What follows belongs to an exercise in optimizing a design on an open flow for small area, a short achievable clock period and few clock cycles; a production flow would make more cautious choices. Where RTL was checked, it was by simulation tests only, not by an equivalence proof against the original. Function not checked in runs 2 to 8: the RTL went through the layout flow alone. Power and IR drop assume default switching activity.

`design/flow/config.mk`:
```
export PLATFORM = sky130hd
export DESIGN_NAME = s4_rcp
export DESIGN_NICKNAME = s4_rcp
export VERILOG_FILES = /design/flow/design.v
export SDC_FILE = /design/flow/constraint.sdc
export NUM_CORES = 4
export LEC_CHECK = 0
export CAP_MARGIN = 20
export CORE_MARGIN = 2
export CORE_UTILIZATION = 40
export SLEW_MARGIN = 20
```
`design/flow/constraint.sdc`:
```
create_clock -name core_clock -period 10.0 [get_ports {clk}]
set_input_delay 2.0000 -clock core_clock [delete_from_list [all_inputs] [get_ports {clk}]]
set_output_delay 2.0000 -clock core_clock [all_outputs]
set_load 0.01 [all_outputs]
```
`design/flow/design.v`:
```
module s4_rcp (
    input  wire        clk,
    input  wire        rst,
    input  wire        start,
    input  wire [31:0] a,
    output wire        ready,
    output reg         done,
    output reg  [31:0] r,
    output reg         dom
);
    localparam [1:0] IDLE = 2'd0, BUSY = 2'd1;
    reg  [1:0]  state;
    reg  [5:0]  count;       
    reg  [30:0] divisor;
    reg  [31:0] rem;         
    reg  [32:0] quo;         
    assign ready = (state == IDLE);
    wire [32:0] rem_sh  = {rem, 1'b0};
    wire [32:0] rem_sub = rem_sh - {2'b00, divisor};
    wire        q_bit   = ~rem_sub[32];
    wire [31:0] rem_nxt = q_bit ? rem_sub[31:0] : rem_sh[31:0];
    wire [32:0] quo_nxt = {quo[31:0], q_bit};
    wire [31:0] q_trunc = quo_nxt[32:1];
    wire        q_half  = quo_nxt[0];
    wire        sticky  = |rem_nxt;
    wire [32:0] q_round = {1'b0, q_trunc} + {32'd0, q_half & (sticky | q_trunc[0])};
    wire [31:0] q_sat   = (q_round > 33'h0_7FFF_FFFF) ? 32'h7FFF_FFFF : q_round[31:0];
    wire        in_dom  = a[31] | (a[30:25] == 6'd0);
    always @(posedge clk) begin
        if (rst) begin
            state <= IDLE;
            done  <= 1'b0;
        end else begin
            done <= 1'b0;
            case (state)
                IDLE: begin
                    if (start) begin
                        if (in_dom) begin
                            r    <= 32'h7FFF_FFFF;
                            dom  <= 1'b1;
                            done <= 1'b1;
                        end else begin
                            divisor <= a[30:0];
                            rem     <= 32'h0100_0000;
                            quo     <= 33'd0;
                            count   <= 6'd33;
                            state   <= BUSY;
                        end
                    end
                end
                BUSY: begin
                    rem   <= rem_nxt;
                    quo   <= quo_nxt;
                    count <= count - 6'd1;
                    if (count == 6'd1) begin
                        r     <= q_sat;
                        dom   <= 1'b0;
                        done  <= 1'b1;
                        state <= IDLE;
                    end
                end
                default: state <= IDLE;
            endcase
        end
    end
endmodule
```
`design/flow/run.sh`:
```
#!/bin/bash
# synth_recipe.tcl (not shown) runs the flow's synth.tcl, then flattens the netlist and writes it again
# the make line also repeats each setting of config.mk as NAME=value (left out here)
make -C /OpenROAD-flow-scripts/flow DESIGN_CONFIG=/design/flow/config.mk WORK_HOME=/design/flow/orfs CLKGATE_MAP_FILE= SYNTH_SCRIPT=/design/flow/synth_recipe.tcl finish
```
==> notes.md, run 1 <==
Final cell utilization of the core - 48.4%
Setup CP Type - register to register
Grt total ovfl - 0
Drt pass-1 iters - 5
Routability-driven placement congestion ratio - 0.883
Hold Crit Class - register to register
Area grow syn2layout - 18.7%
Relative slew slack - 37.7%
Slew Limit Fails - 0
Total core area - 19500 um^2
Hold Crit Depth - 1
Yosys cell types - 78
RR Startpoint - divisor[0]$_DFFE_PP_
R2r worst-path depth - 16
Setup TNS - 0 ns
Async set-reset flop share out of synthesis - 0%
Main synth FF type - edfxtp_1
Worst Clk Skew - 0.0108 ns
Period minus WS final - 4.92 ns
Crit path DAT - 5.08 ns
Non-Filler Instances - 1107
DR vias - 5904
Cell Rows - 51
Routed vias/inst - 5.33
R2r setup slk - 5.08 ns
Largest net degree at the start of global routing - 71
Commonest cells after routing, fill and taps aside - edfxtp_1 (134), nand2_1 (118), clkdlybuf4s50_1 (69)
Top Ports - 70
Post-Syn Nets - 841
Placed insts - 1075
Peak supply drop - 124 uV
RSZ-0062 raised after global routing - no
Wire per inst - 16.2 um
Max Root-Sink Buffers - 2
H-tree depth - 4
Lkg Pwr - 3.39 nW
CTS tree - yes
Buffers on Ports - 69
Worst Max-Slew Pin Slew - 0.935 ns
Post-cts resize count - 0
Pwr Density - 165 nW/um^2
Crit end category - register
Global-route wire length before repair - 28900 um
Fin crit share - 49.2%
Final Setup Violations - 0
Die Y - 145 um
Crit-path max FO - 36
NumNets Final - 898
Syn. warnings - 1
Antenna fix cells - 0
Worst hold endpoint - quo[7]$_SDFFCE_PN0P_
Total CTS buffers - 17
F_max - 203 MHz
Post-CTS setup buffer count - 0
HP Start - quo[6]$_SDFFCE_PN0P_
HPWL after DPL - 12600 um
Root buf cell - clkbuf_16
ANT nets after route - 0
Worst EP required - 10.15 ns
Mean Syn Cell Area - 10.3 um^2
Initial drt markers - 488
Clock slew at reported path FFs - 0.07 ns
Hold Vio Cnt, Final - 0
Sequential area share after synthesis - 51.2%
GRT Total Usage - 18.0%
Vias in the first global route - 5527
Hold buffers post-CTS - 0
Max-cap violations - 0
Post-Syn Area - 7930 um^2
Reg2reg end - r[26]$_SDFFCE_PN1P_
Startpoint Class - register
Commonest non-fill, non-tap cell in the layout - edfxtp_1
Drt drc - 0
Initial antenna violation count - 0
Final WL - 17900 um
Synth Instances - 772
Starting Density - 40.8%
Die area - 21000 um^2
Number of synthesized register bits - 136
Post-synth EDFFs - 134
Ratio of cells with drive above 1 in the final layout - 7.13%
Clk latency of the worst-skew pair - 0.43 ns
Status - no timing/DRC/antenna violations
Die W - 145 um
TritonCTS sink count - 136
synthesized netlist by cell type (2+ instances only):
cell type | number | area [um^2]
nor3_1 | 13 | 65.1
a31oi_1 | 6 | 37.5
o21a_1 | 4 | 30.0
edfxtp_1 | 134 | 4020
or4_1 | 3 | 22.5
nor3b_1 | 3 | 22.5
or2_1 | 2 | 12.5
o21bai_1 | 6 | 45.0
ha_1 | 33 | 413
buf_6 | 6 | 67.6
o41ai_2 | 2 | 32.5
and3_1 | 19 | 119
nor2_1 | 44 | 165
or3_1 | 2 | 12.5
a21oi_1 | 62 | 310
o21ai_0 | 21 | 105
a211oi_1 | 6 | 45.0
o21ai_1 | 4 | 20.0
nand3_1 | 24 | 120
nand2_1 | 118 | 443
dfxtp_1 | 2 | 40.0
nor4_1 | 9 | 56.3
nand2b_1 | 3 | 18.8
or2_0 | 2 | 12.5
inv_1 | 46 | 173
nand4_1 | 7 | 43.8
a311o_1 | 2 | 20.0
a311oi_1 | 2 | 17.5
xnor2_1 | 32 | 280
o211ai_1 | 2 | 15.0
clkbuf_2 | 2 | 10.0
or2_2 | 2 | 12.5
a221oi_1 | 2 | 17.5
and2_1 | 33 | 206
mux2i_1 | 3 | 30.0
nor2b_1 | 9 | 56.3
buf_2 | 14 | 70.1
o31ai_1 | 3 | 22.5
xor2_1 | 23 | 201
clkbuf_1 | 15 | 56.3
a21o_1 | 10 | 75.1
stage by stage:
step                      hold slack (ns)  total power [mW]  cell area [um^2]  setup WS [ns]
after floorplan                     0.544             0.851              7930           3.77
after global placement              0.568             0.920              8820           5.26
after detailed placement            0.570             0.920              8820           5.09
after CTS                           0.591              1.56              9420           5.07
after global routing                0.607              1.61              9420           4.52
final                               0.600              1.55              9420           5.08
cells by family (layout without fill, tap and decap cells):
family | after synthesis | in the layout | share of synthesized area, %
and+or+nand+nor | 304 | 304 | 19.0
AOI/OAI and AO/OA | 155 | 155 | 13.0
DFF | 136 | 136 | 51.2
buffers and inverters | 83 | 153 | 4.75
xor gates and xnor gates | 55 | 55 | 6.07
adders and majority gates | 34 | 34 | 5.46
muxes | 4 | 4 | 0.520
other | 1 | 1 | 0.0473
metal layers:
layer,vias to the layer above,global-route usage [%],wire length (um)
met3,28,3.32,848
met5,-,0,0
li1,2887,-,-
met4,0,6.13,344
met1,2825,25.6,8730
met2,164,27.6,8010
area by class of cell:
type,count,area [um^2]
repair buffers,75,736
clock inverters,15,175
inverters,46,173
flip-flops and latches,136,4060
multi-input cells,553,3510
well taps,265,332
clock buffers,17,425
fillers,1845,10000
critical path, cell delays in order, from the launching register on:
cell and delay [ns]:
edfxtp_1 0.37, inv_1 0.08, fa_1 0.47, a211oi_1 0.37
o211ai_2 0.18, a211o_1 0.37, a211oi_2 0.26, nor3_2 0.12
nor2_4 0.71, and2_1 0.27, ha_1 0.26, nand2_1 0.10
nor2_1 0.45, nand3_1 0.25, nor2_1 0.16, xnor2_1 0.13
nand2_1 0.07
power by group:
part,switching [mW],internal [mW],total (mW)
clock network,0.283,0.357,0.640
logic,0.142,0.0903,0.232
registers,0.0196,0.659,0.678
sequential cells by signal, indices dropped and copies added (netlist names):
register and count:
quo 32, r 32, rem 32, divisor 31, count 6, dom 1, done 1, state 1
how the worst max path moves through the flow:
stage	startpoint	endpoint	slack [ns]	cells past startpoint
after global placement	divisor[0]$_DFFE_PP_	r[30]$_SDFFCE_PN1P_	5.26	16
after global routing	divisor[0]$_DFFE_PP_	r[28]$_SDFFCE_PN1P_	4.52	16
after CTS	divisor[0]$_DFFE_PP_	r[26]$_SDFFCE_PN1P_	5.07	16
after floorplan	a[25]	count[0]$_SDFFCE_PN1P_	3.77	4
after detailed placement	divisor[0]$_DFFE_PP_	r[26]$_SDFFCE_PN1P_	5.09	16
final	divisor[0]$_DFFE_PP_	r[26]$_SDFFCE_PN1P_	5.08	16
Testbench counts, summed over its fixed seeds: cycles 108,800.
==> run 2, diff against run 1 <==
==> design/flow/design.v (replaced) <==
module s4_rcp (
    input  wire        clk,
    input  wire        rst,
    input  wire        start,
    input  wire [31:0] a,
    output wire        ready,
    output reg         done,
    output wire [31:0] r,
    output reg         dom
);
    reg         busy;
    reg  [3:0]  count;       
    reg  [30:0] d;           
    reg  [30:0] rem;         
    reg  [31:0] z;           
    assign ready = ~busy;
    wire [31:0] s1  = {rem, z[31]};
    wire [32:0] t1  = {1'b0, s1} - {2'b00, d};
    wire        q1  = ~t1[32];
    wire [30:0] r1  = q1 ? t1[30:0] : s1[30:0];
    wire [31:0] s2  = {r1, z[30]};
    wire [32:0] t2  = {1'b0, s2} - {2'b00, d};
    wire        q2  = ~t2[32];
    wire [30:0] r2  = q2 ? t2[30:0] : s2[30:0];
    wire        sat = dom | z[31];
    assign r = {1'b0, z[30:0] | {31{sat}}};
    wire        in_dom = a[31] | (a[30:25] == 6'd0);
    always @(posedge clk) begin
        if (rst) begin
            busy <= 1'b0;
            done <= 1'b0;
        end else begin
            done <= 1'b0;
            if (busy) begin
                count <= count - 4'd1;
                if (count == 4'd1) begin
                    busy <= 1'b0;
                    done <= 1'b1;
                end
            end else if (start) begin
                count <= 4'd0;
                if (in_dom)
                    done <= 1'b1;
                else begin
                    busy  <= 1'b1;
                    count <= 4'd0;    
                end
            end
        end
    end
    always @(posedge clk) begin
        if (busy) begin
            rem <= r2;
            z   <= {z[29:0], q1, q2};
        end else if (start) begin
            d   <= a[30:0];
            rem <= 31'h0100_0000;         
            z   <= {2'b00, a[30:1]};
            dom <= in_dom;
        end
    end
endmodule
==> notes.md, run 2 <==
F_max - 147 MHz (-28%)
Hold Vio Cnt, Final - 0 (unchanged)
Starting Density - 40.8% (+0.058 points)
Vias in the first global route - 6177 (+12%)
Final WL - 20600 um (+15%)
Worst Max-Slew Pin Slew - 1.03 ns (+0.0982 ns)
Global-route wire length before repair - 33100 um (+15%)
Clk latency of the worst-skew pair - 0.35 ns (-0.08 ns)
Pwr Density - 245 nW/um^2 (+49%)
Worst EP required - 10.11 ns (-0.04 ns)
Synth top area cells - edfxtp_1 (37%), ha_1 (10%), mux2_2 (6.5%), a21oi_1 (5.5%), xnor2_1 (3.2%)
Max-cap violations - 0 (unchanged)
Buffers on Ports - 68 (-1.4%)
Status - no timing/DRC/antenna violations
Relative slew slack - 31.2% (-6.5 points)
Place WS - 3.26 ns (-1.83 ns)
Post-CTS setup buffer count - 0 (unchanged)
Area leader, netlist - edfxtp_1
Lkg Pwr - 3.59 nW (+6.1%)
Area grow syn2layout - 15.3%
Final Power - 2.24 mW (+45%)
R2r worst-path depth - 23 (+7)
Most frequent cells after synthesis - edfxtp_1 (99), a21oi_1 (87), ha_1 (64)
Commonest cells after routing, fill and taps aside - edfxtp_1 (99), a21oi_1 (86), clkdlybuf4s50_1 (68)
Routed vias/inst - 5.65 (+5.9%)
HPWL after DPL - 15800 um (+25%)
Startpoint Class - register
Drt pass-1 iters - 5 (unchanged)
Post-synth EDFFs - 99 (-26%)
RSZ-0062 raised after global routing - no
Total CTS buffers - 9 (-8)
Top Ports - 70 (unchanged)
Crit-path max FO - 33 (-8.3%)
Async set-reset flop share out of synthesis - 0% (unchanged)
Final cell utilization of the core - 47.1% (-1.3 points)
Routability-driven placement congestion ratio - 0.884 (about the same)
Setup CP Type - register to register
Setup TNS - 0 ns (unchanged)
Peak supply drop - 94.7 uV (-24%)
Commonest non-fill, non-tap cell in the layout - edfxtp_1
Final Setup Violations - 0 (unchanged)
Die area - 21000 um^2 (+0.14%)
Top-count cell post-synth - edfxtp_1
Syn. warnings - 1 (unchanged)
Fin crit share - 68.2% (+19 points)
Top Registers - z x32, d x31, rem x31
Yosys cell types - 69 (-12%)
Clock slew at reported path FFs - 0.07 ns (about the same)
CTS tree - yes
Period minus WS final - 6.82 ns (+1.89 ns)
Die Y - 145 um (about the same)
Register with the most flip-flops - z
Drt drc - 0 (unchanged)
Largest net degree at the start of global routing - 42 (-41%)
Cell Rows - 51 (unchanged)
Crit path DAT - 6.92 ns (+1.84 ns)
Hold Crit Class - register to register
Sequential area share after synthesis - 37.9% (-13 points)
Wire per inst - 17.9 um (+11%)
Ratio of cells with drive above 1 in the final layout - 9.83% (+2.7 points)
Hold Crit Depth - 1 (unchanged)
Grt total ovfl - 0 (unchanged)
Post-cts resize count - 0 (unchanged)
GRT Total Usage - 19.4% (+1.5 points)
Post-Syn Nets - 928 (+10%)
Synth Instances - 827 (+7.1%)
ANT nets after route - 0 (unchanged)
Mean Syn Cell Area - 9.61 um^2 (-6.5%)
NumNets Final - 981 (+9.2%)
Root buf cell - clkbuf_16
H-tree depth - 3 (-1)
Post-route setup slack - 3.18 ns (-1.89 ns)
Number of flip-flops in the largest register - 32
TritonCTS sink count - 101 (-26%)
Top-area cell type share of the netlist area - 37.4% (-13 points)
Main synth FF type - edfxtp_1
Slew Limit Fails - 0 (unchanged)
Worst Clk Skew - 0.00622 ns (-0.00455 ns)
DR vias - 6493 (+10%)
Die W - 145 um (about the same)
Initial drt markers - 413 (-15%)
Number of synthesized register bits - 101 (-26%)
Crit end category - register
Max Root-Sink Buffers - 2 (unchanged)
Total core area - 19500 um^2 (unchanged)
Post-Syn Area - 7950 um^2 (+0.14%)
Initial antenna violation count - 0 (unchanged)
Antenna fix cells - 0 (unchanged)
Hold buffers post-CTS - 0 (unchanged)
[run 2: cell types whose count changed in the layout (fill, tap and decap cells not counted), sizes merged, moves of 15 or more]
cell    change
o21ai      +22
ha         +31
o211ai     +15
or3        +35
and2       -26
edfxtp     -35
a21o       +18
a21oi      +27
nand2      -79
mux2       +45
[run 2: per-stage QoR]
| step | instances | instance area [um^2] | hold WS, ns |
|---|---|---|---|
| after floorplan | 827 | 7950 | 0.520 |
| after global placement | 1134 | 8870 | 0.539 |
| after detailed placement | 1134 | 8870 | 0.552 |
| after CTS | 1150 | 9160 | 0.572 |
| after global routing | 1150 | 9160 | 0.595 |
| final | 1150 | 9160 | 0.568 |
[run 2: power breakdown]
part,total (mW),switching [mW],internal (mW),leakage (nW)
sequential,0.567,0.0359,0.531,1.01
clock,0.344,0.170,0.175,0.134
combinational,1.33,0.778,0.554,2.45
[run 2: worst max-delay path: stages, from the launching register on]
cell and delay (ns):
edfxtp_1 1.02, inv_1 0.11, ha_1 0.25, fa_1 0.40
nand2b_1 0.18, a21o_1 0.19, a31o_1 0.23, a21oi_2 0.15
a211oi_1 0.15, nor2_2 0.52, nor2_1 0.08, a21oi_1 0.27
inv_1 0.10, fa_1 0.43, nor2b_1 0.18, o211ai_1 0.17
a221oi_1 0.55, a31oi_2 0.26, o21ai_2 0.29, a21oi_2 0.11
a21oi_2 0.26, buf_4 0.33, o21ai_0 0.14, o211a_1 0.17
[run 2: metal layers]
metal / vias to the layer above / global-route usage, % / share of wire, %
met3: 24 / 1.82 / 6.2
met1: 3033 / 30.0 / 50
met2: 216 / 28.6 / 42
met4: 0 / 5.94 / 1.8
met5: - / 0 / 0
li1: 3220 / - / -
[run 2: final cells by class]
class	instances	area, um^2
fill	1846	10300
multi-input combinational	642	4600
sequential	101	3010
timing repair buffer	75	733
tap	265	332
clock buffer	10	229
inverter	51	191
clock inverter	6	55.1
[run 2: final timing paths]
kind / slack [ns] / start / end
worst max-delay path: 3.18 / z[31]$_SDFFCE_PN0N_ / rem[1]$_SDFFCE_PN0N_
worst min-delay path: 0.57 / z[28]$_DFFE_PN_ / z[30]$_SDFFCE_PN0N_
worst max register to register: 3.18 / z[31]$_SDFFCE_PN0N_ / rem[1]$_SDFFCE_PN0N_
worst min register to register: 0.57 / z[28]$_DFFE_PN_ / z[30]$_SDFFCE_PN0N_
[run 2: cells by family after synthesis]
kind of cell	count (synthesis)	synth area share (%)
AO/OA/AOI/OAI	256	20.8
AND/OR/NAND/NOR	229	15.0
flip-flops	101	37.9
buffers and inverters	84	4.25
adder cells (fa/ha/maj)	66	10.6
multiplexers	48	6.77
XOR/XNOR	42	4.63
other	1	0.0472
==> run 3, diff against run 2 <==
--- a/design/flow/design.v
+++ b/design/flow/design.v
@@ -30,33 +30,22 @@
             busy <= 1'b0;
             done <= 1'b0;
         end else begin
-            done <= 1'b0;
-            if (busy) begin
-                count <= count - 4'd1;
-                if (count == 4'd1) begin
-                    busy <= 1'b0;
-                    done <= 1'b1;
-                end
-            end else if (start) begin
-                count <= 4'd0;
-                if (in_dom)
-                    done <= 1'b1;
-                else begin
-                    busy  <= 1'b1;
-                    count <= 4'd0;    
-                end
-            end
+            busy <= busy ? (count != 4'd1) : (start & ~in_dom);
+            done <= busy ? (count == 4'd1) : (start & in_dom);
         end
     end
     always @(posedge clk) begin
         if (busy) begin
-            rem <= r2;
-            z   <= {z[29:0], q1, q2};
-        end else if (start) begin
-            d   <= a[30:0];
-            rem <= 31'h0100_0000;         
-            z   <= {2'b00, a[30:1]};
-            dom <= in_dom;
+            count <= count - 4'd1;
+            rem   <= r2;
+            z     <= {z[29:0], q1, q2};
+            dom   <= 1'b0;
+        end else begin
+            count <= 4'd0;                  
+            d     <= a[30:0];
+            rem   <= 31'h0100_0000;         
+            z     <= {2'b00, a[30:1]};
+            dom   <= in_dom;
         end
     end
 endmodule
==> notes.md, run 3 <==
Lkg Pwr - 3.59 nW (about the same)
Root buf cell - clkbuf_16
Status - no timing/DRC/antenna violations
RSZ-0062 raised after global routing - no
Yosys cell types - 69 (unchanged)
Max-cap violations - 0 (unchanged)
Top-area cell type share of the netlist area - 19.3% (-18 points)
HP Start - count[0]$_SDFF_PN0_
TritonCTS sink count - 101 (unchanged)
Drt pass-1 iters - 6 (+1)
GRT Total Usage - 19.3% (-0.11 points)
Async set-reset flop share out of synthesis - 0% (unchanged)
Post-Syn Nets - 935 (+0.75%)
HPWL after DPL - 14100 um (-11%)
Grt total ovfl - 0 (unchanged)
ANT nets after route - 0 (unchanged)
Hold Crit Depth - 1 (unchanged)
Mean Syn Cell Area - 8.69 um^2 (-9.6%)
F_max - 127 MHz (-13%)
Worst hold endpoint - count[0]$_SDFF_PN0_
Syn. warnings - 1 (unchanged)
Post-synth EDFFs - 31 (-69%)
Top Registers - z x32, d x31, rem x31
Die W - 139 um (-4.4%)
Placed insts - 1104 (-2.6%)
Top-count cell post-synth - a21oi_1
Initial drt markers - 339 (-18%)
Buffers on Ports - 68 (unchanged)
Crit end category - register
Routability-driven placement congestion ratio - 0.870 (-1.5%)
Area grow syn2layout - 15.6%
Worst EP required - 10.29 ns (+0.18 ns)
Hold Crit Class - register to register
Post-CTS setup buffer count - 0 (unchanged)
Slew Limit Fails - 0 (unchanged)
Total core area - 17800 um^2 (-8.3%)
Commonest cells after routing, fill and taps aside - a21oi_1 (85), nand2_1 (70), dfxtp_1 (69)
Post-route setup slack - 2.13 ns (-1.06 ns)
Top Ports - 70 (unchanged)
Post-cts resize count - 0 (unchanged)
Antenna fix cells - 0 (unchanged)
Crit-path max FO - 33 (unchanged)
Reg2reg end - rem[22]$_SDFF_PN0_
CP Cell Sequence - inv_1, ha_1, fa_1, nand2b_1, a211oi_1, o21bai_1, a21o_1, a211o_1, a31oi_4, nand2b_1, buf_4, mux2_2, ha_1, a21oi_1, a21oi_1, a221oi_1, nand2_1, a21o_1, a311o_4, a2111oi_0, a31o_1
Peak supply drop - 113 uV (+19%)
Relative slew slack - 35.6% (+4.4 points)
Setup TNS - 0 ns (unchanged)
Fin crit share - 78.7% (+11 points)
Max Root-Sink Buffers - 2 (unchanged)
Cell Rows - 49 (-3.9%)
Most frequent cells after synthesis - a21oi_1 (85), dfxtp_1 (70), nand2_1 (70)
Worst Max-Slew Pin Slew - 0.965 ns (-0.0680 ns)
Vias in the first global route - 5822 (-5.7%)
Register with the most flip-flops - z
CTS tree - yes
Worst Clk Skew - 0.0100 ns (+0.00381 ns)
R2r setup slk - 2.13 ns (-1.06 ns)
Post-Syn Area - 7250 um^2 (-8.8%)
Wire per inst - 16.5 um (-8.0%)
Final Power - 1.89 mW (-16%)
Hold Vio Cnt, Final - 0 (unchanged)
Final WL - 18500 um (-10%)
Commonest non-fill, non-tap cell in the layout - a21oi_1
Drt drc - 0 (unchanged)
Slowest stage delay, CP - 0.96 ns (-0.06 ns)
NumNets Final - 987 (+0.61%)
Setup CP Type - register to register
Main synth FF type - dfxtp_1
Synth Instances - 834 (+0.85%)
Die area - 19200 um^2 (-8.6%)
Pwr Density - 225 nW/um^2 (-8.0%)
Sequential area share after synthesis - 32.2% (-5.7 points)
Largest net degree at the start of global routing - 62 (+48%)
Hold buffers post-CTS - 0 (unchanged)
Area leader, netlist - dfxtp_1
Startpoint Class - register
Initial antenna violation count - 0 (unchanged)
Clock slew at reported path FFs - 0.08 ns (about the same)
Non-Filler Instances - 1120 (-2.6%)
Crit path DAT - 8.17 ns (+1.25 ns)
Slowest cell on crit path - dfxtp_1
R2r worst-path depth - 21 (-8.7%)
Place WS - 2.16 ns (-1.10 ns)
Number of flip-flops in the largest register - 32 (unchanged)
Die Y - 139 um (-4.4%)
Clk latency of the worst-skew pair - 0.35 ns (about the same)
DR vias - 6095 (-6.1%)
Routed vias/inst - 5.44 (-3.6%)
Final cell utilization of the core - 46.9% (-0.11 points)
Total CTS buffers - 9 (unchanged)
Starting Density - 40.6% (-0.21 points)
H-tree depth - 3 (unchanged)
Ratio of cells with drive above 1 in the final layout - 9.54% (-0.29 points)
Global-route wire length before repair - 30100 um (-8.9%)
Number of synthesized register bits - 101 (unchanged)
Synth top area cells - dfxtp_1 (19%), edfxtp_1 (13%), ha_1 (11%), mux2_2 (7.6%), a21oi_1 (5.9%)
Fillers - 1746 (-5.4%)
RR Startpoint - z[31]$_SDFF_PN0_
Period minus WS final - 7.87 ns (+1.06 ns)
Final Setup Violations - 0 (unchanged)
==> run 3: cell types whose count changed after synthesis, moves of 7 or more <==
cell,before,now
o211ai_1,18,3
dfxtp_1,2,70
a21o_1,28,20
nor2b_1,11,4
nand2_1,39,70
nor2_1,45,66
nand3_1,33,15
and3_1,12,5
o21ai_0,46,37
edfxtp_1,99,31
==> run 3: worst max path at each step <==
| stage | startpoint | end | slack (ns) | depth (start not counted) |
|---|---|---|---|---|
| 4_1_cts | z[31]$_SDFF_PN0_ | rem[22]$_SDFF_PN0_ | 2.11 | 21 |
| 3_5_place_dp | z[31]$_SDFF_PN0_ | rem[22]$_SDFF_PN0_ | 2.16 | 21 |
| 5_1_grt | z[31]$_SDFF_PN0_ | rem[22]$_SDFF_PN0_ | 1.50 | 21 |
| 3_3_place_gp | z[31]$_SDFF_PN0_ | rem[22]$_SDFF_PN0_ | 2.37 | 21 |
| 2_1_floorplan | z[31]$_SDFF_PN0_ | rem[2]$_SDFF_PN0_ | 4.12 | 26 |
| 6_report | z[31]$_SDFF_PN0_ | rem[22]$_SDFF_PN0_ | 2.13 | 21 |
==> run 3: layer usage <==
metal | wire length [um] | vias to the layer above | GRT usage [%]
met4 | 295 | 0 | 5.48
met2 | 7690 | 148 | 29.0
met3 | 891 | 16 | 2.73
met1 | 9620 | 2813 | 28.9
li1 | - | 3118 | -
met5 | 0 | - | 0
==> run 3: area by class of cell <==
class	count	area (um^2)	area share, %
well taps	229	287	3.42
inverters	56	210	2.51
multi-input cells	646	4550	54.3
clock buffers	10	229	2.73
clock inverters	6	53.8	0.642
flip-flops and latches	101	2330	27.9
repair buffers	72	711	8.49
==> run 3: critical path, delay by kind of cell (launching register included) <==
family | cells | cell delay (ns)
AOI/OAI and AO/OA | 12 | 3.92
muxes | 1 | 0.39
buffers and inverters | 2 | 0.51
and+or+nand+nor | 3 | 0.97
DFF | 1 | 0.96
adders and majority gates | 3 | 1.03
==> run 3: per-stage QoR <==
step,area (um^2),hold WS [ns]
6_report,8380,0.478
3_3_place_gp,8090,0.440
3_5_place_dp,8090,0.464
2_1_floorplan,7250,0.426
5_1_grt,8380,0.499
4_1_cts,8380,0.480
==> run 3: cells by family after synthesis <==
| logic type | synth area share [%] |
|---|---|
| and+or+nand+nor | 17.6 |
| AOI/OAI and AO/OA | 19.9 |
| DFF | 32.2 |
| buffers and inverters | 4.99 |
| adders and majority gates | 11.6 |
| muxes | 8.58 |
| xor gates and xnor gates | 5.08 |
| other | 0.0518 |
==> run 3: power breakdown <==
group / internal, mW / switching, mW / leakage [nW]
combinational: 0.444 / 0.603 / 2.56
sequential: 0.470 / 0.0279 / 0.899
clock: 0.174 / 0.168 / 0.136
==> run 4, diff against run 3 <==
==> design/flow/design.v (replaced) <==
module s4_rcp (
    input  wire        clk,
    input  wire        rst,
    input  wire        start,
    input  wire [31:0] a,
    output reg         ready,
    output reg         done,
    output wire [31:0] r,
    output reg         dom
);
    reg  [4:0]  count;       
    reg  [30:0] d;           
    reg  [30:0] rem;         
    reg  [30:0] z;           
    wire [31:0] s  = {rem, z[30]};
    wire [32:0] t  = {1'b0, s} - {2'b00, d};
    wire        q  = ~t[32];
    wire [30:0] rn = q ? t[30:0] : s[30:0];
    assign r = {1'b0, z};
    wire        in_dom = a[31] | (a[30:25] == 6'd0);
    always @(posedge clk) begin
        if (rst) begin
            ready <= 1'b1;
            done  <= 1'b0;
        end else if (ready) begin
            ready <= ~(start & ~in_dom);
            done  <= start & in_dom;
        end else begin
            ready <= (count == 5'd0);
            done  <= (count == 5'd0);
        end
    end
    always @(posedge clk) begin
        if (ready) begin
            count <= 5'd30;                          
            d     <= a[30:0];
            rem   <= 31'h0200_0000;                  
            z     <= {1'b0, a[30:1]} | {31{in_dom}};
            dom   <= in_dom;
        end else begin
            count <= count - 5'd1;
            rem   <= rn;
            z     <= {z[29:0], q};
            dom   <= 1'b0;
        end
    end
endmodule
==> notes.md, run 4 <==
NumNets Final - 686 (-30%)
Initial antenna violation count - 0 (unchanged)
Final Power - 0.991 mW (-47%)
Die W - 118 um (-15%)
Post-Synth Adder-Cell Area - 8.06% (-3.5 points)
Largest family of logic cells by synthesized area - compound AO/OA/AOI/OAI gates
Peak supply drop - 113 uV (-0.16%)
Crit-path max FO - 67 (+100%)
Wire per inst - 14.3 um (-13%)
Synth top area cells - dfxtp_1 (27%), edfxtp_1 (18%), ha_1 (7.7%), nor2_1 (7.2%), a21oi_1 (5.6%)
Post-Syn Nets - 628 (-33%)
Syn. warnings - 1 (unchanged)
Synth Instances - 560 (-33%)
Max Root-Sink Buffers - 2 (unchanged)
Period minus WS final - 3.80 ns (-4.07 ns)
HPWL after DPL - 8070 um (-43%)
Post-synthesis compound-gate area fraction - 17.9% (-2.0 points)
Root buf cell - clkbuf_16
Commonest cells after routing, fill and taps aside - nor2_1 (100), dfxtp_1 (69), clkdlybuf4s50_1 (68)
DR vias - 3993 (-34%)
Clk latency of the worst-skew pair - 0.35 ns (about the same)
Mean Syn Cell Area - 9.31 um^2 (+7.2%)
Post-synthesis xor/xnor area fraction - 4.70% (-0.37 points)
Post-Synth Simple-Gate Area - 15.6% (-2.0 points)
Clock slew at reported path FFs - 0.07 ns (about the same)
Status - no timing/DRC/antenna violations
Die Y - 118 um (-15%)
Die area - 14000 um^2 (-27%)
Global-route wire length before repair - 19100 um (-37%)
Number of synthesized register bits - 101 (unchanged)
Slew Limit Fails - 0 (unchanged)
Final cell utilization of the core - 49.8% (+2.9 points)
Setup TNS - 0 ns (unchanged)
Top Registers - d x31, rem x31, z x31
Slowest cell on crit path - dfxtp_4
Hold buffers post-CTS - 0 (unchanged)
Final WL - 11400 um (-38%)
Mux contribution to synthesized area - 3.67% (-4.9 points)
Crit end category - primary output
Relative slew slack - 47.4% (+12 points)
Post-cts resize count - 0 (unchanged)
Worst Clk Skew - 0.00638 ns (-0.00365 ns)
Hold Vio Cnt, Final - 0 (unchanged)
Sequential area share after synthesis - 44.7% (+13 points)
Top-count cell post-synth - nor2_1
Routed vias/inst - 5.02 (-7.7%)
Top Ports - 70 (unchanged)
Hold Crit Class - register to register
Starting Density - 41.2% (+0.54 points)
Vias in the first global route - 3927 (-33%)
Buffers on Ports - 68 (unchanged)
Post-CTS setup buffer count - 0 (unchanged)
F_max - 263 MHz (+110%)
TritonCTS sink count - 101 (unchanged)
Worst Max-Slew Pin Slew - 0.790 ns (-0.175 ns)
Crit path DAT - 1.80 ns (-6.37 ns)
Ratio of cells with drive above 1 in the final layout - 6.74% (-2.8 points)
WP buf/inv - 1 (-1)
Main synth FF type - dfxtp_1
RSZ-0062 raised after global routing - no
Area leader, netlist - dfxtp_1
Grt total ovfl - 0 (unchanged)
Cell Rows - 41 (-16%)
Drt pass-1 iters - 4 (-2)
Post-Syn Area - 5220 um^2 (-28%)
Async set-reset flop share out of synthesis - 0% (unchanged)
Yosys cell types - 60 (-13%)
GRT Total Usage - 16.8% (-2.5 points)
Top-area cell type share of the netlist area - 26.9% (+7.5 points)
Max-cap violations - 0 (unchanged)
Most frequent cells after synthesis - nor2_1 (100), dfxtp_1 (70), a21oi_1 (58)
Commonest non-fill, non-tap cell in the layout - nor2_1
CP delay by family, top - flip-flops
Largest net degree at the start of global routing - 72 (+16%)
Fin crit share - 38.0% (-41 points)
Drt drc - 0 (unchanged)
Area grow syn2layout - 21.1%
Startpoint Class - register
Antenna fix cells - 0 (unchanged)
Lkg Pwr - 2.59 nW (-28%)
Initial drt markers - 161 (-53%)
Post-synth EDFFs - 31 (unchanged)
Slowest stage delay, CP - 0.79 ns (-0.17 ns)
Total core area - 12700 um^2 (-29%)
Final Setup Violations - 0 (unchanged)
Routability-driven placement congestion ratio - 0.855 (-1.7%)
CP Cell Sequence - clkdlybuf4s50_1
Setup CP Type - register to primary output
Worst EP required - 8.00 ns (-2.29 ns)
ANT nets after route - 0 (unchanged)
Pwr Density - 157 nW/um^2 (-30%)
CTS tree - yes
Total CTS buffers - 9 (unchanged)
H-tree depth - 3 (unchanged)
-- run 4: cell types whose count changed after synthesis, sizes merged, moves of 24 or more --
cell   before  now
nor2       66  100
a21oi      86   62
or3        37    3
mux2       49    1
nand2      71   27
ha         64   32
-- run 4: power breakdown --
group / leakage (nW) / internal [mW] / switching, mW
sequential: 0.895 / 0.449 / 0.0175
combinational: 1.54 / 0.0740 / 0.0811
clock: 0.150 / 0.210 / 0.159
-- run 4: cell type report --
cell class / count / area, um^2
clock buffers: 10 / 250
clock inverters: 6 / 67.6
fillers: 1188 / 6360
inverters: 37 / 139
multi-input cells: 399 / 2610
flip-flops and latches: 101 / 2340
well taps: 172 / 215
repair buffers: 70 / 693
-- run 4: worst reg2reg max path, stage by stage (launching register included) --
cell and delay (ns):
dfxtp_1 0.41, inv_1 0.07, ha_1 0.23, fa_1 0.42, nand2b_1 0.20, a21oi_2 0.20
o2111ai_2 0.21, o311a_4 0.39, a21oi_2 0.24, o211ai_4 0.17, nand2_4 0.50, nand2b_1 0.19
o32ai_2 0.26
-- run 4: logic make-up after synthesis --
group	Yosys count
fa+ha+maj	33
mux	19
other cells	1
buf+inv	60
compound gates	137
flops	101
xor+xnor	28
simple gates	181
-- run 4: path summary, 6_finish.rpt --
check / start / to / slack, ns / cells past startpoint
worst max-delay path: ready$_SDFF_PP1_ / ready / 6.20 / 1
worst min-delay path: count[0]$_SDFF_PP0_ / count[0]$_SDFF_PP0_ / 0.46 / 1
worst max register to register: z[30]$_DFF_P_ / rem[30]$_SDFF_PP0_ / 6.43 / 12
worst min register to register: count[0]$_SDFF_PP0_ / count[0]$_SDFF_PP0_ / 0.46 / 1
-- run 4: routing by layer --
metal / part of all wire [%] / vias up / GRT usage, %
li1: - / 2065 / -
met1: 53 / 1847 / 25.0
met2: 42 / 68 / 24.1
met3: 3.2 / 13 / 2.56
met4: 1.9 / 0 / 7.08
met5: 0 / - / 0
-- run 4: stage by stage --
| step | hold WS, ns | instances | cell area [um^2] | setup WS, ns |
|---|---|---|---|---|
| floorplan | 0.413 | 560 | 5220 | 6.89 |
| global placement | 0.429 | 778 | 5990 | 6.07 |
| detailed placement | 0.447 | 779 | 6000 | 6.00 |
| CTS | 0.460 | 795 | 6310 | 6.17 |
| global route | 0.481 | 795 | 6310 | 6.11 |
| finish | 0.461 | 795 | 6310 | 6.20 |
==> run 5, diff against run 4 <==
==> design/flow/design.v (replaced) <==
module s4_rcp (
    input  wire        clk,
    input  wire        rst,
    input  wire        start,
    input  wire [31:0] a,
    output reg         ready,
    output reg         done,
    output wire [31:0] r,
    output reg         dom
);
    reg         busy;        
    reg  [4:0]  count;       
    reg  [30:0] d;           
    reg  [30:0] rem;         
    reg  [30:0] z;           
    wire [31:0] s  = {rem, z[30]};
    wire [32:0] t  = {1'b0, s} - {2'b00, d};
    wire        q  = ~t[32];
    wire [30:0] rn = q ? t[30:0] : s[30:0];
    assign r = {1'b0, z};
    wire        in_dom = a[31] | (a[30:25] == 6'd0);
    wire        last   = (count == 5'd0);
    always @(posedge clk) begin
        if (rst) begin
            ready <= 1'b1;
            busy  <= 1'b0;
            done  <= 1'b0;
        end else if (busy) begin
            ready <= last;
            busy  <= ~last;
            done  <= last;
        end else begin
            ready <= ~start;
            busy  <= start;
            done  <= 1'b0;
        end
    end
    always @(posedge clk) begin
        if (busy) begin
            count <= count - 5'd1;
            rem   <= rn;
            z     <= {z[29:0], q | dom};
        end else begin
            count <= 5'd30;                          
            d     <= a[30:0];
            rem   <= 31'h0200_0000;                  
            z     <= {1'b0, a[30:1]};
            dom   <= in_dom;
        end
    end
endmodule
==> notes.md, run 5 <==
Commonest non-fill, non-tap cell in the layout - dfxtp_1
Initial antenna violation count - 0 (unchanged)
Post-CTS setup buffer count - 0 (unchanged)
Slowest cell on crit path - o21ai_4
Placed Area - 5960 um^2 (-0.54%)
Logic pwr share - 17.2% (+1.5 points)
Top Metal Used - met4
Sequential area share after synthesis - 45.9% (+1.1 points)
Post-cts resize count - 0 (unchanged)
Fin crit share - 38.5% (+0.45 points)
Mean Syn Cell Area - 10.1 um^2 (+8.6%)
Hold Crit Class - register to register
CP delay by family, top - compound AO/OA/AOI/OAI gates
Syn. warnings - 1 (unchanged)
Area grow syn2layout - 22.0%
TritonCTS sink count - 102 (+0.99%)
Largest net degree at the start of global routing - 49 (-32%)
Die area - 13800 um^2 (-1.2%)
Drt drc - 0 (unchanged)
Internal power - 0.767 mW (+4.7%)
Top Registers - d x31, rem x31, z x31
Total core area - 12600 um^2 (-0.40%)
Worst Max-Slew Pin Slew - 1.18 ns (+0.393 ns)
Crit end category - register
HPWL after DPL - 8000 um (-0.96%)
Worst hold endpoint - count[0]$_SDFF_PN0_
Commonest cells after routing, fill and taps aside - dfxtp_1 (69), clkdlybuf4s50_1 (68), nor2_1 (47)
Wire per inst - 14.8 um (+3.0%)
Final instance area - 6280 um^2 (-0.50%)
Synth Instances - 509 (-9.1%)
Relative slew slack - 19.1% (-28 points)
Pwr Density - 164 nW/um^2 (+4.2%)
R2r worst-path depth - 12 (unchanged)
Die Y - 117 um (-0.61%)
Sw Ratio - 25.3% (-0.68 points)
Antenna fix cells - 0 (unchanged)
Top-area cell type share of the netlist area - 27.2% (+0.34 points)
Setup TNS - 0 ns (unchanged)
Vias in the first global route - 3750 (-4.5%)
Initial drt markers - 166 (+3.1%)
Die W - 117 um (-0.61%)
Startpoint Class - register
Placed insts - 730 (-6.3%)
NumNets Final - 637 (-7.1%)
Most frequent cells after synthesis - dfxtp_1 (70), nor2_1 (47), inv_1 (40)
RSZ-0062 raised after global routing - no
WP buf/inv - 2 (+1)
Grt total ovfl - 0 (unchanged)
P_sw - 0.260 mW (+0.99%)
Reg2reg end - rem[20]$_SDFF_PN0_
Final Setup Violations - 0 (unchanged)
RR Startpoint - d[5]$_DFFE_PN_
F_max - 260 MHz (-1.2%)
Top Ports - 70 (unchanged)
Number of synthesized register bits - 102 (+0.99%)
Slowest stage delay, CP - 0.53 ns (-0.26 ns)
Lkg Pwr - 2.83 nW (+9.4%)
CP Cell Sequence - inv_1, ha_1, a21o_1, a211o_1, o21a_1, a311oi_2, nor3_1, or3_4, o21ai_4, buf_4, nand2b_1, o21ai_0
Worst EP required - 10.23 ns (+2.23 ns)
Hold Vio Cnt, Final - 0 (unchanged)
Top-count cell post-synth - dfxtp_1
Routed vias/inst - 5.12 (+1.9%)
Starting Density - 40.8% (-0.35 points)
Main synth FF type - dfxtp_1
Clk latency of the worst-skew pair - 0.36 ns (about the same)
Slew Limit Fails - 0 (unchanged)
R2r setup slk - 6.15 ns (-0.28 ns)
Clk pwr share - 37.0% (-0.3 points)
Sequential share of power - 45.8% (-1.3 points)
Cell Rows - 41 (unchanged)
DR WL met3 - 539 um (+48%)
Non-Filler Instances - 746 (-6.2%)
Ratio of cells with drive above 1 in the final layout - 9.93% (+3.2 points)
Global-route wire length before repair - 18500 um (-2.8%)
ANT nets after route - 0 (unchanged)
Post-synth EDFFs - 32 (+3.2%)
Yosys cell types - 57 (-5.0%)
Routability-driven placement congestion ratio - 0.936 (+9.5%)
Peak supply drop - 128 uV (+13%)
CTS tree - yes
GRT Total Usage - 16.7% (-0.087 points)
Final WL - 11000 um (-3.4%)
Crit-path max FO - 21 (-69%)
Post-Syn Area - 5150 um^2 (-1.2%)
Max-cap violations - 0 (unchanged)
Clock slew at reported path FFs - 0.07 ns (about the same)
Hold buffers post-CTS - 0 (unchanged)
Met2 wire len - 4900 um (+1.7%)
Final Power - 1.03 mW (+3.7%)
Drt pass-1 iters - 4 (unchanged)
Buffers on Ports - 68 (unchanged)
Status - no timing/DRC/antenna violations
Period minus WS final - 3.85 ns (+0.0448 ns)
Async set-reset flop share out of synthesis - 0% (unchanged)
Setup CP Type - register to register
Post-Syn Nets - 577 (-8.1%)
DR vias - 3819 (-4.4%)
Synth top area cells - dfxtp_1 (27%), edfxtp_1 (19%), ha_1 (7.8%), mux2_2 (6.6%), mux2i_1 (3.9%)
HP Start - count[0]$_SDFF_PN0_
Post-route setup slack - 6.15 ns (-0.0448 ns)
Worst Clk Skew - 0.0134 ns (+0.00704 ns)
Crit path DAT - 4.08 ns (+2.28 ns)
Root buf cell - clkbuf_16
Place WS - 6.19 ns (+0.190 ns)
WL met1 - 5340 um (-11%)
H-tree depth - 3 (unchanged)
Max Root-Sink Buffers - 2 (unchanged)
Area leader, netlist - dfxtp_1
Total CTS buffers - 9 (unchanged)
Hold Crit Depth - 1 (unchanged)
[run 5: changes by cell type in the layout (fill, tap and decap cells not counted), sizes merged, moves of 4 or more]
cell,previous run,this run
nor2,100,47
a21oi,62,30
inv,38,43
a21o,12,21
a211oi,12,6
nand2b,16,8
nor2b,3,7
mux2,1,30
nand2,27,20
o21ai,14,22
[run 5: worst max-delay path by stage]
stage	start	to	slack (ns)	depth (start not counted)
after global placement	d[5]$_DFFE_PN_	rem[20]$_SDFF_PN0_	6.30	12
final	d[5]$_DFFE_PN_	rem[20]$_SDFF_PN0_	6.15	12
after global routing	d[19]$_DFFE_PN_	rem[29]$_SDFF_PN0_	5.87	12
after floorplan	d[5]$_DFFE_PN_	rem[15]$_SDFF_PN0_	7.02	12
after detailed placement	d[5]$_DFFE_PN_	rem[29]$_SDFF_PN0_	6.19	12
after CTS	d[5]$_DFFE_PN_	rem[20]$_SDFF_PN0_	6.16	12
[run 5: cell families (layout without fill, tap and decap cells)]
logic type      after synthesis  after routing  share of synthesized area, %
compound gates              116            116                          15.1
xor+xnor                     26             26                          4.42
fa+ha+maj                    33             33                          8.16
buf+inv                      63            128                          5.05
flops                       102            102                          45.9
mux                          50             50                          10.4
other cells                   1              1                        0.0728
simple gates                118            118                          10.9
[run 5: final cells by class]
cell class,count,area [um^2]
Tap cell,172,215
Clock inverter,6,91.3
Sequential cell,102,2360
Fill cell,1197,6340
Inverter,41,154
Multi-Input combinational cell,344,2530
Timing Repair Buffer,71,703
Clock buffer,10,229
[run 5: power by group through the flow]
stage	Clock [mW]	Combinational [mW]	Sequential (mW)
floorplan	0	0.107	0.483
global placement	0	0.176	0.479
detailed placement	0	0.177	0.479
CTS	0.392	0.179	0.470
global route	0.407	0.195	0.474
finish	0.380	0.177	0.470
[run 5: metrics by stage]
step	util (%)	hold WS [ns]
floorplan	-	0.413
global route	49.8	0.487
finish	49.8	0.444
CTS	49.8	0.446
global placement	47.3	0.426
detailed placement	47.3	0.436
[run 5: metal layers]
metal | up-vias | track usage, %
met5 | - | 0
met1 | 1803 | 22.4
met2 | 75 | 25.6
met3 | 17 | 4.55
met4 | 0 | 6.85
li1 | 1924 | -
[run 5: worst reg2reg max path, cell delays in order (launching register included)]
cell      delay (ns)
edfxtp_1        0.33
inv_1           0.04
ha_1            0.35
a21o_1          0.23
a211o_1         0.22
o21a_1          0.25
a311oi_2        0.39
nor3_1          0.13
or3_4           0.40
o21ai_4         0.53
buf_4           0.42
nand2b_1        0.29
o21ai_0         0.13
==> run 6, diff against run 5 <==
==> design/flow/flow/run.sh (new file) <==
#!/bin/bash
# Standard layout, with two changes to how it is made:
#  - ports are buffered with buf_2 cells rather than the delay buffers
#    buffer_ports picks by default;
#  - timing repair aims for more setup slack than the 10 ns clock needs.
set -euo pipefail
export BUFFER_PORTS_ARGS="-buffer_cell sky130_fd_sc_hd__buf_2"
export SETUP_SLACK_MARGIN=${MARGIN:-7.2}
bash standard.sh > flow_make.log 2>&1
==> design/flow/standard.sh (new file) <==
#!/bin/bash
# synth_recipe.tcl (not shown) runs the flow's synth.tcl, then flattens the netlist and writes it again
# the make line also repeats each setting of config.mk as NAME=value (left out here)
make -C /OpenROAD-flow-scripts/flow DESIGN_CONFIG=/design/flow/config.mk WORK_HOME=/design/flow/orfs CLKGATE_MAP_FILE= SYNTH_SCRIPT=/design/flow/synth_recipe.tcl "${@:-finish}"
removed: design/flow/run.sh
==> notes.md, run 6 <==
Status - no timing/DRC/antenna violations
Fillers - 1096 (-8.4%)
Top-count cell post-synth - dfxtp_1
Worst EP required - 10.22 ns (about the same)
Lkg Pwr - 3.07 nW (+8.3%)
Wire per inst - 14.8 um (+0.25%)
Total CTS buffers - 9 (unchanged)
Crit path DAT - 3.25 ns (-0.83 ns)
RSZ-0062 raised after global routing - yes
Pwr Density - 148 nW/um^2 (-9.4%)
Crit end category - register
Synth top area cells - dfxtp_1 (27%), edfxtp_1 (19%), ha_1 (7.8%), mux2_2 (6.6%), mux2i_1 (3.9%)
FF/Latch Area - 2400 um^2 (+1.7%)
Initial drt markers - 132 (-20%)
DR vias - 4012 (+5.1%)
Commonest non-fill, non-tap cell in the layout - nor2_1
Cell Rows - 41 (unchanged)
WP buf/inv - 3 (+1)
Most frequent cells after synthesis - dfxtp_1 (70), nor2_1 (47), inv_1 (40)
Max Root-Sink Buffers - 2 (unchanged)
Setup TNS - 0 ns (unchanged)
Hold Vio Cnt, Final - 0 (unchanged)
Clock slew at reported path FFs - 0.07 ns (about the same)
Root buf cell - clkbuf_16
Max-cap violations - 0 (unchanged)
Slowest stage delay, CP - 0.39 ns (-0.14 ns)
Initial antenna violation count - 0 (unchanged)
Die Y - 117 um (unchanged)
Largest net degree at the start of global routing - 58 (+18%)
Top Ports - 70 (unchanged)
Final instance area - 6910 um^2 (+9.9%)
Main synth FF type - dfxtp_1
Routability-driven placement congestion ratio - 0.890 (-5.0%)
Hold Crit Class - register to register
Worst Max-Slew Pin Slew - 0.709 ns (-0.473 ns)
Total core area - 12600 um^2 (unchanged)
Synth Instances - 509 (unchanged)
Area leader, netlist - dfxtp_1
Syn. warnings - 1 (unchanged)
Multi-input gate area - 2960 um^2 (+17%)
Startpoint Class - register
Fin crit share - 30.4% (-8.1 points)
F_max - 329 MHz (+27%)
ANT nets after route - 0 (unchanged)
Period minus WS final - 3.04 ns (-0.812 ns)
HPWL after DPL - 7380 um (-7.7%)
CP Cell Sequence - inv_2, ha_4, a21o_1, a211o_1, o21a_4, a311oi_4, nor3_2, or3_4, o21ai_4, buf_6, buf_12, mux2i_4, nor2_1
Final Setup Violations - 0 (unchanged)
Post-Syn Area - 5150 um^2 (unchanged)
Final WL - 11500 um (+4.3%)
Yosys cell types - 57 (unchanged)
Top-area cell type share of the netlist area - 27.2% (unchanged)
Vias in the first global route - 4065 (+8.4%)
Number of synthesized register bits - 102 (unchanged)
Commonest cells after routing, fill and taps aside - nor2_1 (46), buf_6 (39), dfxtp_1 (36)
Ratio of cells with drive above 1 in the final layout - 42.4% (+32 points)
Peak supply drop - 105 uV (-18%)
Sequential area share after synthesis - 45.9% (unchanged)
Top Registers - d x31, rem x31, z x31
Buffers on Ports - 68 (unchanged)
Final Power - 1.02 mW (-0.37%)
CP delay by family, top - compound AO/OA/AOI/OAI gates
Starting Density - 40.8% (unchanged)
TritonCTS sink count - 102 (unchanged)
Global-route wire length before repair - 19100 um (+3.3%)
Drt pass-1 iters - 5 (+1)
Post-Syn Nets - 577 (unchanged)
Post-synth EDFFs - 32 (unchanged)
Die W - 117 um (unchanged)
Routed vias/inst - 5.17 (+0.99%)
Clk latency of the worst-skew pair - 0.36 ns (about the same)
Crit-path max FO - 6 (-71%)
Async set-reset flop share out of synthesis - 0% (unchanged)
Grt total ovfl - 0 (unchanged)
Slew Limit Fails - 0 (unchanged)
NumNets Final - 667 (+4.7%)
Drt drc - 0 (unchanged)
Mean Syn Cell Area - 10.1 um^2 (unchanged)
H-tree depth - 3 (unchanged)
Relative slew slack - 52.7% (+34 points)
Slowest cell on crit path - or3_4
Setup CP Type - register to register
Worst Clk Skew - 0.00607 ns (-0.00735 ns)
GRT Total Usage - 17.0% (+0.22 points)
Antenna fix cells - 0 (unchanged)
CTS tree - yes
Placed Area - 5680 um^2 (-4.8%)
Die area - 13800 um^2 (unchanged)
Area grow syn2layout - 34.1%
-- run 6: cell counts after synthesis --
Identical to the previous run, type by type.
-- run 6: power by group --
part	total (mW)	internal (mW)	switching, mW
logic	0.217	0.114	0.102
registers	0.478	0.460	0.0178
clock network	0.329	0.176	0.154
total	1.02	0.750	0.274
-- run 6: layout make-up --
type	instances	area share [%]
Sequential cell	102	34.8
Inverter	41	2.23
Timing Repair Buffer	101	13.0
Tap cell	172	3.12
Clock inverter	5	0.489
Clock buffer	11	3.51
Multi-Input combinational cell	344	42.8
-- run 6: logic make-up after synthesis --
kind of cell	count (synthesis)	share of synthesized area, %
and+or+nand+nor	118	10.9
adders and majority gates	33	8.16
AOI/OAI and AO/OA	116	15.1
xor gates and xnor gates	26	4.42
DFF	102	45.9
muxes	50	10.4
buffers and inverters	63	5.05
other	1	0.0728
-- run 6: final timing paths --
kind / from / to / slack [ns] / depth (start not counted)
setup reg to reg: d[5]$_DFFE_PN_ / rem[24]$_SDFF_PN0_ / 6.96 / 13
hold reg to reg: count[0]$_SDFF_PN0_ / count[0]$_SDFF_PN0_ / 0.44 / 1
hold / removal: count[0]$_SDFF_PN0_ / count[0]$_SDFF_PN0_ / 0.44 / 1
setup / recovery: d[5]$_DFFE_PN_ / rem[24]$_SDFF_PN0_ / 6.96 / 13
-- run 6: timing repair --
item | in CTS | in global routing
hold buffers | 0 | 0
gates cloned | 2 | 1
pin swaps | 22 | 21
gates resized for setup | 109 | 55
setup endpoints to repair | 66 | 66
setup buffers | 16 | 11
-- run 6: through the flow --
| stage | hold WS, ns | worst slack [ns] | utilization, % | std cells |
|---|---|---|---|---|
| after global placement | 0.428 | 6.49 | 45.0 | 730 |
| after detailed placement | 0.431 | 6.37 | 45.0 | 730 |
| after CTS | 0.443 | 6.98 | 52.1 | 764 |
| after global routing | 0.478 | 6.86 | 54.7 | 776 |
| after floorplan | 0.413 | 7.13 | - | 509 |
| final | 0.440 | 6.96 | 54.7 | 776 |
-- run 6: routing by layer --
layer	global-route usage [%]	vias up	wire [um]
met4	4.97	0	158
met5	0	-	0
li1	-	1990	-
met3	5.38	13	544
met2	28.4	93	5730
met1	21.0	1916	5050
==> run 7, diff against run 6 <==
==> design/flow/design.v (replaced) <==
module s4_rcp (
    input  wire        clk,
    input  wire        rst,
    input  wire        start,
    input  wire [31:0] a,
    output reg         ready,
    output reg         done,
    output wire [31:0] r,
    output reg         dom
);
    reg         busy;        
    reg         nld;         
    reg  [4:0]  count;       
    reg  [30:0] d;           
    reg  [30:0] rem;         
    reg         nb;          
    reg         fdom;        
    reg  [30:0] z;           
    wire [31:0] s  = {rem, nb};
    wire [32:0] t  = {1'b0, s} - {2'b00, d};
    wire        q  = ~t[32];
    wire [30:0] rn = q ? t[30:0] : s[30:0];
    assign r = {1'b0, z};
    wire        in_dom = a[31] | (a[30:25] == 6'd0);
    wire        last   = (count == 5'd0);
    wire        accept = ready & start;
    wire        busy_n = accept | (busy & ~last);
    wire        rdy_n  = ~busy_n | (~accept & (count == 5'd1));
    always @(posedge clk) begin
        if (rst) begin
            busy  <= 1'b0;
            ready <= 1'b1;
            nld   <= 1'b0;
            done  <= 1'b0;
        end else begin
            busy  <= busy_n;
            ready <= rdy_n;
            nld   <= ~rdy_n;
            done  <= busy & last;
        end
    end
    always @(posedge clk) begin
        z   <= {z[29:0], q | fdom};
        dom <= fdom;
        if (nld) begin
            count <= count - 5'd1;
            rem   <= rn;
            nb    <= d[count];
        end else begin
            count <= 5'd30;
            d     <= a[30:0];
            rem   <= 31'h0200_0000;                  
            nb    <= 1'b0;                           
            fdom  <= in_dom;
        end
    end
endmodule
==> notes.md, run 7 <==
Status - no timing/DRC/antenna violations
Most frequent cells after synthesis - dfxtp_1 (73), nand2_1 (65), a21oi_1 (56)
Post-Syn Nets - 597 (+3.5%)
Post-Syn Area - 5200 um^2 (+0.97%)
Total CTS buffers - 9 (unchanged)
Area grow syn2layout - 22.4%
Commonest cells after routing, fill and taps aside - nand2_1 (65), a21oi_1 (54), inv_1 (41)
Commonest non-fill, non-tap cell in the layout - nand2_1
Hold Crit Class - register to register
Initial antenna violation count - 0 (unchanged)
Non-Filler Instances - 773 (-0.39%)
Global-route wire length before repair - 19100 um (about the same)
Slowest cell on crit path - dfxtp_2
WP buf/inv - 1 (-2)
Clk latency of the worst-skew pair - 0.35 ns (about the same)
Worst Max-Slew Pin Slew - 0.827 ns (+0.117 ns)
Placed insts - 746 (+2.2%)
Worst EP required - 8.00 ns (-2.22 ns)
Mean Syn Cell Area - 9.85 um^2 (-2.7%)
Fin crit share - 27.9% (-2.5 points)
Crit path DAT - 0.79 ns (-2.46 ns)
Routed vias/inst - 5.19 (+0.44%)
Top Ports - 70 (unchanged)
Async set-reset flop share out of synthesis - 0% (unchanged)
Hold buffers post-CTS - 0 (unchanged)
Top-area cell type share of the netlist area - 28.1% (+0.89 points)
Drt drc - 0 (unchanged)
Wire per inst - 15.0 um (+1.5%)
Syn. warnings - 1 (unchanged)
Synth Instances - 528 (+3.7%)
Starting Density - 41.0% (+0.23 points)
Setup TNS - 0 ns (unchanged)
Worst Clk Skew - 0.00728 ns (+0.00121 ns)
Drt pass-1 iters - 6 (+1)
CP delay by family, top - flip-flops
DR vias - 4014 (+0.050%)
Top-count cell post-synth - dfxtp_1
Final Setup Violations - 0 (unchanged)
Period minus WS final - 2.79 ns (-0.246 ns)
Setup CP Type - register to primary output
Die area - 13900 um^2 (+0.94%)
Relative slew slack - 44.8% (-7.9 points)
Slew Limit Fails - 0 (unchanged)
Area leader, netlist - dfxtp_1
NumNets Final - 665 (-0.30%)
Clock slew at reported path FFs - 0.07 ns (about the same)
Max Root-Sink Buffers - 2 (unchanged)
Pwr Density - 158 nW/um^2 (+6.5%)
Antenna fix cells - 0 (unchanged)
Post-synth EDFFs - 32 (unchanged)
Vias in the first global route - 3955 (-2.7%)
RSZ-0062 raised after global routing - yes
Lkg Pwr - 2.66 nW (-13%)
Synth top area cells - dfxtp_1 (28%), edfxtp_1 (18%), ha_1 (7.9%), a21oi_1 (5.4%), nand2_1 (4.7%)
Ratio of cells with drive above 1 in the final layout - 27.6% (-15 points)
Routability-driven placement congestion ratio - 0.858 (-3.6%)
Main synth FF type - dfxtp_1
Buffers on Ports - 68 (unchanged)
Initial drt markers - 172 (+30%)
F_max - 358 MHz (+8.8%)
Cell Rows - 41 (unchanged)
Startpoint Class - register
Root buf cell - clkbuf_16
CP Cell Sequence - buf_6
Final WL - 11600 um (+1.1%)
HPWL after DPL - 8020 um (+8.7%)
Fillers - 1173 (+7.0%)
ANT nets after route - 0 (unchanged)
Peak supply drop - 112 uV (+7.1%)
Largest net degree at the start of global routing - 60 (+3.4%)
R2r setup slk - 7.30 ns (+0.34 ns)
TritonCTS sink count - 105 (+2.9%)
CTS tree - yes
H-tree depth - 3 (unchanged)
Crit end category - primary output
Top Registers - d x31, rem x31, z x31
Crit-path max FO - 2 (-4)
Grt total ovfl - 0 (unchanged)
Yosys cell types - 65 (+14%)
Slowest stage delay, CP - 0.33 ns (-0.06 ns)
Die Y - 118 um (+0.47%)
Sequential area share after synthesis - 46.6% (+0.71 points)
GRT Total Usage - 17.2% (+0.24 points)
Total core area - 12700 um^2 (+0.41%)
Hold Vio Cnt, Final - 0 (unchanged)
Number of synthesized register bits - 105 (+2.9%)
Die W - 118 um (+0.47%)
Max-cap violations - 0 (unchanged)
-- run 7: cell count changes after synthesis, moves of 9 or more --
cell / previous run / this run
nor2_1: 47 / 23
clkbuf_1: 16 / 6
a21oi_1: 30 / 56
mux2i_1: 20 / 3
a21o_1: 21 / 12
buf_2: 1 / 12
mux2_2: 30 / 0
xor2_1: 11 / 2
nand2_1: 20 / 65
-- run 7: cell families (layout without fill, tap and decap cells) --
group	after synthesis	in the layout	synth area share, %
xor gates and xnor gates	20	20	3.37
and+or+nand+nor	148	148	13.4
AOI/OAI and AO/OA	143	144	18.8
muxes	11	11	4.04
adders and majority gates	34	34	8.33
buffers and inverters	66	138	5.46
other	1	1	0.0721
DFF	105	105	46.6
-- run 7: path summary, 6_finish.rpt --
kind,startpoint,endpoint,cells past startpoint
setup / recovery,z[15]$_DFF_P_,r[15],1
setup reg to reg,d[0]$_DFFE_PN_,rem[24]$_SDFF_PN0_,10
hold / removal,z[5]$_DFF_P_,z[6]$_DFF_P_,0
hold reg to reg,z[5]$_DFF_P_,z[6]$_DFF_P_,0
-- run 7: routing by layer --
metal	global-route usage [%]	vias up	share of wire, %
li1	-	2023	-
met1	21.7	1873	45
met2	28.6	101	49
met3	4.07	17	4.2
met4	6.48	0	2.0
met5	0	-	0
-- run 7: stage by stage --
stage                     util, %  hold WS, ns  worst slack (ns)  cell area, um^2  total power, mW
after floorplan                 -        0.339              7.38             5200            0.607
after global placement       44.6        0.326              7.02             5650            0.653
after detailed placement     44.6        0.335              6.92             5650            0.655
after CTS                    49.3        0.360              7.19             6250             1.01
after global routing         50.2        0.362              7.18             6360             1.06
final                        50.2        0.358              7.21             6360             1.00
-- run 7: final cells by class --
| class | instances | area, um^2 | area share [%] |
|---|---|---|---|
| multi-input cells | 358 | 2610 | 41.0 |
| flip-flops and latches | 105 | 2460 | 38.7 |
| repair buffers | 80 | 648 | 10.2 |
| clock buffers | 9 | 225 | 3.54 |
| well taps | 172 | 215 | 3.38 |
| inverters | 42 | 158 | 2.48 |
| clock inverters | 7 | 43.8 | 0.688 |
-- run 7: where the power goes --
part           switching (mW)  internal [mW]  leakage (nW)
registers              0.0241          0.476         0.928
clock network           0.155          0.168         0.135
logic                  0.0931         0.0876          1.60
total                   0.273          0.732          2.66
-- run 7: worst register-to-register path, stage by stage (launching register included) --
cell,delay [ns]
edfxtp_1,0.43
ha_4,0.19
fa_2,0.35
nand2b_4,0.17
a211oi_4,0.27
o21ai_2,0.14
a21oi_4,0.18
o21ai_4,0.12
a31o_4,0.29
or3b_1,0.37
a21oi_2,0.12
-- run 7: timing repair --
action,4_1_cts,5_1_grt
resized for setup,70,18
setup endpoints to repair,55,63
gates cloned,1,0
pin swaps,5,8
setup buffers,6,4
endpoints found under the hold margin,0,0
==> run 8, diff against run 7 <==
--- a/design/flow/flow/run.sh
+++ b/design/flow/flow/run.sh
@@ -5,5 +5,5 @@
 #  - timing repair aims for more setup slack than the 10 ns clock needs.
 set -euo pipefail
 export BUFFER_PORTS_ARGS="-buffer_cell sky130_fd_sc_hd__buf_2"
-export SETUP_SLACK_MARGIN=${MARGIN:-7.2}
+export SETUP_SLACK_MARGIN=${MARGIN:-6.9}
 bash standard.sh > flow_make.log 2>&1
==> notes.md, run 8 <==
Yosys cell types - 65 (unchanged)
Crit-path max FO - 17 (+15)
NumNets Final - 657 (-1.2%)
Final Power - 0.971 mW (-3.3%)
Reg2reg end - rem[24]$_SDFF_PN0_
Synth top area cells - dfxtp_1 (28%), edfxtp_1 (18%), ha_1 (7.9%), a21oi_1 (5.4%), nand2_1 (4.7%)
Grt total ovfl - 0 (unchanged)
H-tree depth - 3 (unchanged)
Max Root-Sink Buffers - 2 (unchanged)
Fillers - 1214 (+3.5%)
Setup CP Type - register to register
RSZ-0062 raised after global routing - yes
Die area - 13900 um^2 (unchanged)
R2r worst-path depth - 10 (unchanged)
Top Registers - d x31, rem x31, z x31
TritonCTS sink count - 105 (unchanged)
Slowest stage delay, CP - 0.40 ns (+0.07 ns)
Worst Max-Slew Pin Slew - 0.821 ns (-0.00547 ns)
Sequential area share after synthesis - 46.6% (unchanged)
Clock slew at reported path FFs - 0.07 ns (about the same)
Period minus WS final - 2.98 ns (+0.192 ns)
Async set-reset flop share out of synthesis - 0% (unchanged)
Top-area cell type share of the netlist area - 28.1% (unchanged)
Wire per inst - 14.7 um (-2.1%)
Top-count cell post-synth - dfxtp_1
Initial drt markers - 173 (+0.58%)
Area leader, netlist - dfxtp_1
Die W - 118 um (unchanged)
RR Startpoint - d[0]$_DFFE_PN_
Vias in the first global route - 3874 (-2.0%)
Max-cap violations - 0 (unchanged)
ANT nets after route - 0 (unchanged)
Top Ports - 70 (unchanged)
CP Cell Sequence - ha_1, fa_1, nand2b_1, a211oi_4, o21ai_2, a21oi_4, o21ai_2, a31o_4, or3b_1, a21oi_1
Startpoint Class - register
Post-Syn Area - 5200 um^2 (unchanged)
HPWL after DPL - 8020 um (unchanged)
Total core area - 12700 um^2 (unchanged)
GRT Total Usage - 16.5% (-0.74 points)
Worst hold endpoint - z[29]$_DFF_P_
Initial antenna violation count - 0 (unchanged)
Final Setup Violations - 0 (unchanged)
Commonest non-fill, non-tap cell in the layout - dfxtp_1
Main synth FF type - dfxtp_1
Die Y - 118 um (unchanged)
Hold Crit Class - register to register
Slew Limit Fails - 0 (unchanged)
Drt drc - 0 (unchanged)
CTS tree - yes
Mean Syn Cell Area - 9.85 um^2 (unchanged)
Hold Vio Cnt, Final - 0 (unchanged)
Antenna fix cells - 0 (unchanged)
Pwr Density - 163 nW/um^2 (+3.2%)
F_max - 335 MHz (-6.4%)
Placed Area - 5650 um^2 (unchanged)
Root buf cell - clkbuf_16
R2r setup slk - 7.02 ns (-0.28 ns)
Routed vias/inst - 5.23 (+0.79%)
Buffers on Ports - 68 (unchanged)
Global-route wire length before repair - 18400 um (-3.7%)
Most frequent cells after synthesis - dfxtp_1 (73), nand2_1 (65), a21oi_1 (56)
Relative slew slack - 44.9% (+0.11 points)
Worst EP required - 10.28 ns (+2.28 ns)
Crit path DAT - 3.26 ns (+2.47 ns)
CP delay by family, top - compound AO/OA/AOI/OAI gates
Commonest cells after routing, fill and taps aside - dfxtp_1 (73), buf_2 (68), nand2_1 (65)
Starting Density - 41.0% (unchanged)
Drt pass-1 iters - 4 (-2)
Final instance area - 5960 um^2 (-6.3%)
Slowest cell on crit path - fa_1
Status - no timing/DRC/antenna violations
## run 8: cell counts after synthesis
Identical to the previous run, type by type.
## run 8: power by group
part	switching (mW)	internal (mW)
Clock	0.154	0.168
Sequential	0.0205	0.473
Combinational	0.0894	0.0662
## run 8: metal layers
metal  share of wire [%]  wire, um  global-route usage [%]
met5                   0         0                       0
met4                 2.4       266                    6.78
met3                 3.9       443                    4.17
met2                  47      5320                    26.6
met1                  46      5210                    20.9
## run 8: cell families after synthesis
| family | synth area share (%) |
|---|---|
| AO/OA/AOI/OAI | 18.8 |
| other | 0.0721 |
| multiplexers | 4.04 |
| adder cells (fa/ha/maj) | 8.33 |
| buffers and inverters | 5.46 |
| XOR/XNOR | 3.37 |
| flip-flops | 46.6 |
| AND/OR/NAND/NOR | 13.4 |
## run 8: what timing repair did
item | 4_1_cts | 5_1_grt
cloned | 0 | 1
resized for setup | 1 | 2
buffers inserted | 0 | 2
setup endpoints to repair | 1 | 22
endpoints found under the hold margin | 0 | 0
pin swaps | 0 | 2
## run 8: how the worst max path moves through the flow
| stage | from | end | slack (ns) | depth (start not counted) |
|---|---|---|---|---|
| final | d[0]$_DFFE_PN_ | rem[24]$_SDFF_PN0_ | 7.02 | 10 |
| after global routing | d[0]$_DFFE_PN_ | rem[24]$_SDFF_PN0_ | 6.84 | 10 |
| after CTS | d[0]$_DFFE_PN_ | rem[24]$_SDFF_PN0_ | 6.95 | 10 |
| after detailed placement | d[0]$_DFFE_PN_ | rem[1]$_SDFF_PN0_ | 6.92 | 11 |
| after global placement | d[0]$_DFFE_PN_ | rem[0]$_SDFF_PN0_ | 7.02 | 11 |
| after floorplan | d[0]$_DFFE_PN_ | rem[24]$_SDFF_PN0_ | 7.38 | 10 |
## run 8: final cells by class
type / instances / area (um^2) / share of cell area [%]
clock inverters: 7 / 43.8 / 0.735
clock buffers: 9 / 225 / 3.78
flip-flops and latches: 105 / 2420 / 40.6
repair buffers: 72 / 374 / 6.28
inverters: 42 / 158 / 2.65
well taps: 172 / 215 / 3.61
multi-input cells: 358 / 2520 / 42.3
## run 8: through the flow
step                utilization [%]  setup WS [ns]  hold WS, ns  instances
global placement               44.6           7.02        0.326        746
finish                         47.0           7.02        0.349        765
detailed placement             44.6           6.92        0.335        746
global route                   47.0           6.84        0.354        765
floorplan                         -           7.38        0.339        528
CTS                            46.8           6.95        0.351        762

Re-timed with assumed drivers on the ports (clkbuf_16 on the clock, buf_2 on other inputs), run 8 has 7.017 ns of setup slack against 7.017 ns with ideal ports, and 7.017 ns once port delays also move by the mid clock arrival of 0.389 ns.
